This design comes from an exercise in tuning for small area, a short achievable clock period and few clock cycles on the open sky130 flow, not from production work. RTL that was checked went through simulation tests only; none was proved equivalent to the original.

==> flow/design.v (excerpt) <==
module cc_pi (
    input  wire        clk,
    input  wire        rst,           
    input  wire        in_valid,
    output wire        in_ready,
    input  wire [31:0] in_e,
    input  wire [31:0] in_ff,
    input  wire [31:0] in_r,          
    input  wire [31:0] in_kp,
    input  wire [31:0] in_kit,
    input  wire [31:0] in_lo,
    input  wire [31:0] in_hi,
    input  wire [31:0] in_i0,
    output reg         out_valid,
    output wire [31:0] out_y,
    output wire [31:0] out_i,
    output reg         out_held
);
For scale: about 460 flip-flops, about 48,000 um2 of cells after synthesis.
==> module cc_pi, before the edit <==
module cc_pi (
    input  wire        clk,
    input  wire        rst,           
    input  wire        in_valid,
    output wire        in_ready,
    input  wire [31:0] in_e,
    input  wire [31:0] in_ff,
    input  wire [31:0] in_r,          
    input  wire [31:0] in_kp,
    input  wire [31:0] in_kit,
    input  wire [31:0] in_lo,
    input  wire [31:0] in_hi,
    input  wire [31:0] in_i0,
    output reg         out_valid,
    output wire [31:0] out_y,
    output wire [31:0] out_i,
    output reg         out_held
);
    function [31:0] flush(input [31:0] x);
        flush = (x[30:23] == 8'h00) ? {x[31], 31'd0} : x;
    endfunction
    function is_nan(input [31:0] x);
        is_nan = (x[30:23] == 8'hff) && (x[22:0] != 0);
    endfunction
    function is_fin(input [31:0] x);
        is_fin = (x[30:23] != 8'hff);
    endfunction
    function lt(input [31:0] a, input [31:0] b);
        if (is_nan(a) || is_nan(b))                  lt = 1'b0;
        else if (a[30:0] == 0 && b[30:0] == 0)       lt = 1'b0;
        else if (a[31] != b[31])                     lt = a[31];
        else if (!a[31])                             lt = a[30:0] < b[30:0];
        else                                         lt = a[30:0] > b[30:0];
    endfunction
    reg        rdy;
    reg [31:0] e, kp, kit, ff1, lo1, hi1, i01;
    reg        r1, n1;
    wire       acc_in = in_valid && rdy;
    wire       r_true = !in_r[31] && (in_r[30:23] >= 8'h7e) &&
                        !((in_r[30:23] == 8'hff) && (in_r[22:0] != 0));
    wire       nan_in = is_nan(in_e) || is_nan(in_ff);
    wire       short  = r_true || nan_in;
    always @(posedge clk) begin
        if (rdy) begin
            e   <= in_e;
            kp  <= in_kp;
            ff1 <= in_ff;
            lo1 <= in_lo;
            hi1 <= in_hi;
        end
        kit <= in_kit;
        i01 <= in_i0;
        r1  <= r_true;
        n1  <= nan_in;
    end
    reg  vA, vB, vC, vD;        
    reg  sA;                    
    reg  rD;                    
    reg  hD;                    
    reg  negD, posD, crossD;    
    reg  [31:0] m, acc, inew, st_i, y_r;
    reg  [31:0] lo2, hi2;
    wire [31:0] mr, ar;
    fp32_mul u_mul (.a(vA ? kit : kp), .b(e), .y(mr));
    wire        x_st = vB;
    wire [31:0] ax   = x_st ? st_i : acc;
    fp32_add u_add (.a(ax), .b(m), .y(ar));
    wire gt_hi = lt(hi2, ar);
    wire lt_lo = lt(ar, lo2);
    wire fin_n = is_fin(inew);
    wire live  = vD && !hD;
    wire tk_g  = rD || negD;                  
    wire tk_l  = rD || posD;                  
    wire upd_g = live && (fin_n || !tk_g);    
    wire upd_l = live && (fin_n || !tk_l);
    wire upd_e = live && fin_n;
    wire [31:0] hsel = (rD && crossD) ? lo2 : hi2;
    wire [31:0] y_g  = upd_g ? hsel : y_r;
    wire [31:0] y_l  = upd_l ? lo2 : y_r;
    wire [31:0] i_g  = (upd_g && tk_g) ? inew : st_i;
    wire [31:0] i_l  = (upd_l && tk_l) ? inew : st_i;
    wire [31:0] i_e  = upd_e ? inew : st_i;
    wire [31:0] y_nx = gt_hi ? y_g : (lt_lo ? y_l : (upd_e ? ar : y_r));
    wire [31:0] i_nx = gt_hi ? i_g : (lt_lo ? i_l : i_e);
    wire        keep = gt_hi ? !upd_g : (lt_lo ? !upd_l : !upd_e);
    always @(posedge clk) begin
        if (rst) begin
            rdy       <= 1'b1;
            vA        <= 1'b0;
            sA        <= 1'b0;
            vB        <= 1'b0;
            vC        <= 1'b0;
            vD        <= 1'b0;
            st_i      <= 32'h00000000;
            y_r       <= 32'h00000000;
            out_valid <= 1'b0;
            out_held  <= 1'b0;
        end else begin
            rdy <= !(acc_in && !short) && !vA;
            vA  <= acc_in && !short;
            sA  <= acc_in && short;
            vB  <= vA;
            vC  <= vB;
            vD  <= vC || sA;
            out_valid <= vD;
            out_held  <= keep;
            st_i      <= i_nx;
            y_r       <= y_nx;
        end
    end
    wire ld_d = vC || sA;
    always @(posedge clk) begin
        m      <= ld_d ? flush(ff1) : mr;
        acc    <= sA ? flush(i01) : ar;
        inew   <= sA ? flush(i01) : acc;
        rD     <= sA && r1;
        hD     <= sA && !r1;
        negD   <= e[31] && (e[30:23] != 8'h00);
        posD   <= !e[31] && (e[30:23] != 8'h00);
        crossD <= lt(flush(hi1), flush(lo1));
        lo2    <= flush(lo1);
        hi2    <= flush(hi1);
    end
    assign in_ready = rdy;
    assign out_y    = y_r;
    assign out_i    = st_i;
endmodule
clock: 30.0 ns
lec_check: 0
abc_area: 1
cap_margin: 20
core_margin: 2
core_utilization: 40
slew_margin: 20
standard.sh (not shown) runs the stock make flow with config.mk's settings and CLKGATE_MAP_FILE= SYNTH_SCRIPT=/design/flow/synth_recipe.tcl, a recipe that flattens the netlist after the stock synthesis.
==> flow/flow/run.sh <==
#!/bin/bash
# Standard layout (the standard.sh, unchanged synthesis and steps), with
# repair_timing asked to aim for a larger setup slack than the clock needs,
# so that it shortens the critical paths. Constraints are the design's.
set -euo pipefail
MARGIN=${MARGIN:-$(cat flow/margin.txt)}
bash standard.sh finish SETUP_SLACK_MARGIN=$MARGIN > flow_make.log 2>&1
==> flow/flow/margin.txt <==
16
The baseline produced a clean layout.
Then changed:
--- a/flow/design.v
+++ b/flow/design.v
@@ -830,5 +830,5 @@
     endfunction
     reg        rdy;
-    reg [31:0] e, kp, kit, ff1, lo1, hi1, i01;
+    reg [31:0] e, kp, ma, ff1, lo1, hi1, i01;
     reg        r1, n1;
     wire       acc_in = in_valid && rdy;
@@ -845,5 +845,5 @@
             hi1 <= in_hi;
         end
-        kit <= in_kit;
+        ma  <= vA ? kp : in_kit;
         i01 <= in_i0;
         r1  <= r_true;
@@ -858,8 +858,6 @@
     reg  [31:0] lo2, hi2;
     wire [31:0] mr, ar;
-    fp32_mul u_mul (.a(vA ? kit : kp), .b(e), .y(mr));
-    wire        x_st = vB;
-    wire [31:0] ax   = x_st ? st_i : acc;
-    fp32_add u_add (.a(ax), .b(m), .y(ar));
+    fp32_mul u_mul (.a(ma), .b(e), .y(mr));
+    fp32_add u_add (.a(acc), .b(m), .y(ar));
     wire gt_hi = lt(hi2, ar);
     wire lt_lo = lt(ar, lo2);
@@ -908,5 +906,5 @@
     always @(posedge clk) begin
         m      <= ld_d ? flush(ff1) : mr;
-        acc    <= sA ? flush(i01) : ar;
+        acc    <= vA ? i_nx : (sA ? flush(i01) : ar);
         inew   <= sA ? flush(i01) : acc;
         rD     <= sA && r1;
After rerunning: The new run completed with no timing, DRC or antenna violations; worst setup slack is better by 0.22 ns; routed wire length goes up by 2.2%; count of clock-buffer cells in the layout decreases by 2; final cell count rises by 2.9%; sequential share of layout area stays flat; first-iteration DRC count falls by 3.3%; clock skew goes down by 0.030 ns; worst hold slack got worse by 0.016 ns; flip-flop and latch count does not change; synthesized cell count goes up by 4.6%.
Testbench counts after the change, summed over its fixed seeds: cycles 9,352.
No functional check of the RTL was part of the first run of this note.

static timing again, ports no longer ideal:
The flow's constraints put no driver on any port. The routed layouts listed below were extracted and timed again, unchanged, in two steps. Step 1 assumes that a clkbuf_16 drives the clock port and a buf_2 every other input. Step 2 times the ports against the registers' clock, not the clock port: input delays grow and output delays shrink by t, the midpoint of the rising clock arrivals with the driver on. Slacks: ideal ports / drivers / drivers and shift; pairs: ideal ports / drivers.
| run | t (ns) | slack for setup (ns) | worst register clock-pin slew, ns | cell pins on the clock port's net |
|---|---|---|---|---|
| the first run | 0.724 | 16.652 / 16.652 / 16.652 | 0.08 / 0.08 | 1 |
| the second run | 0.712 | 16.873 / 16.873 / 16.873 | 0.08 / 0.08 | 1 |
After both steps setup and hold are still met in every run listed.
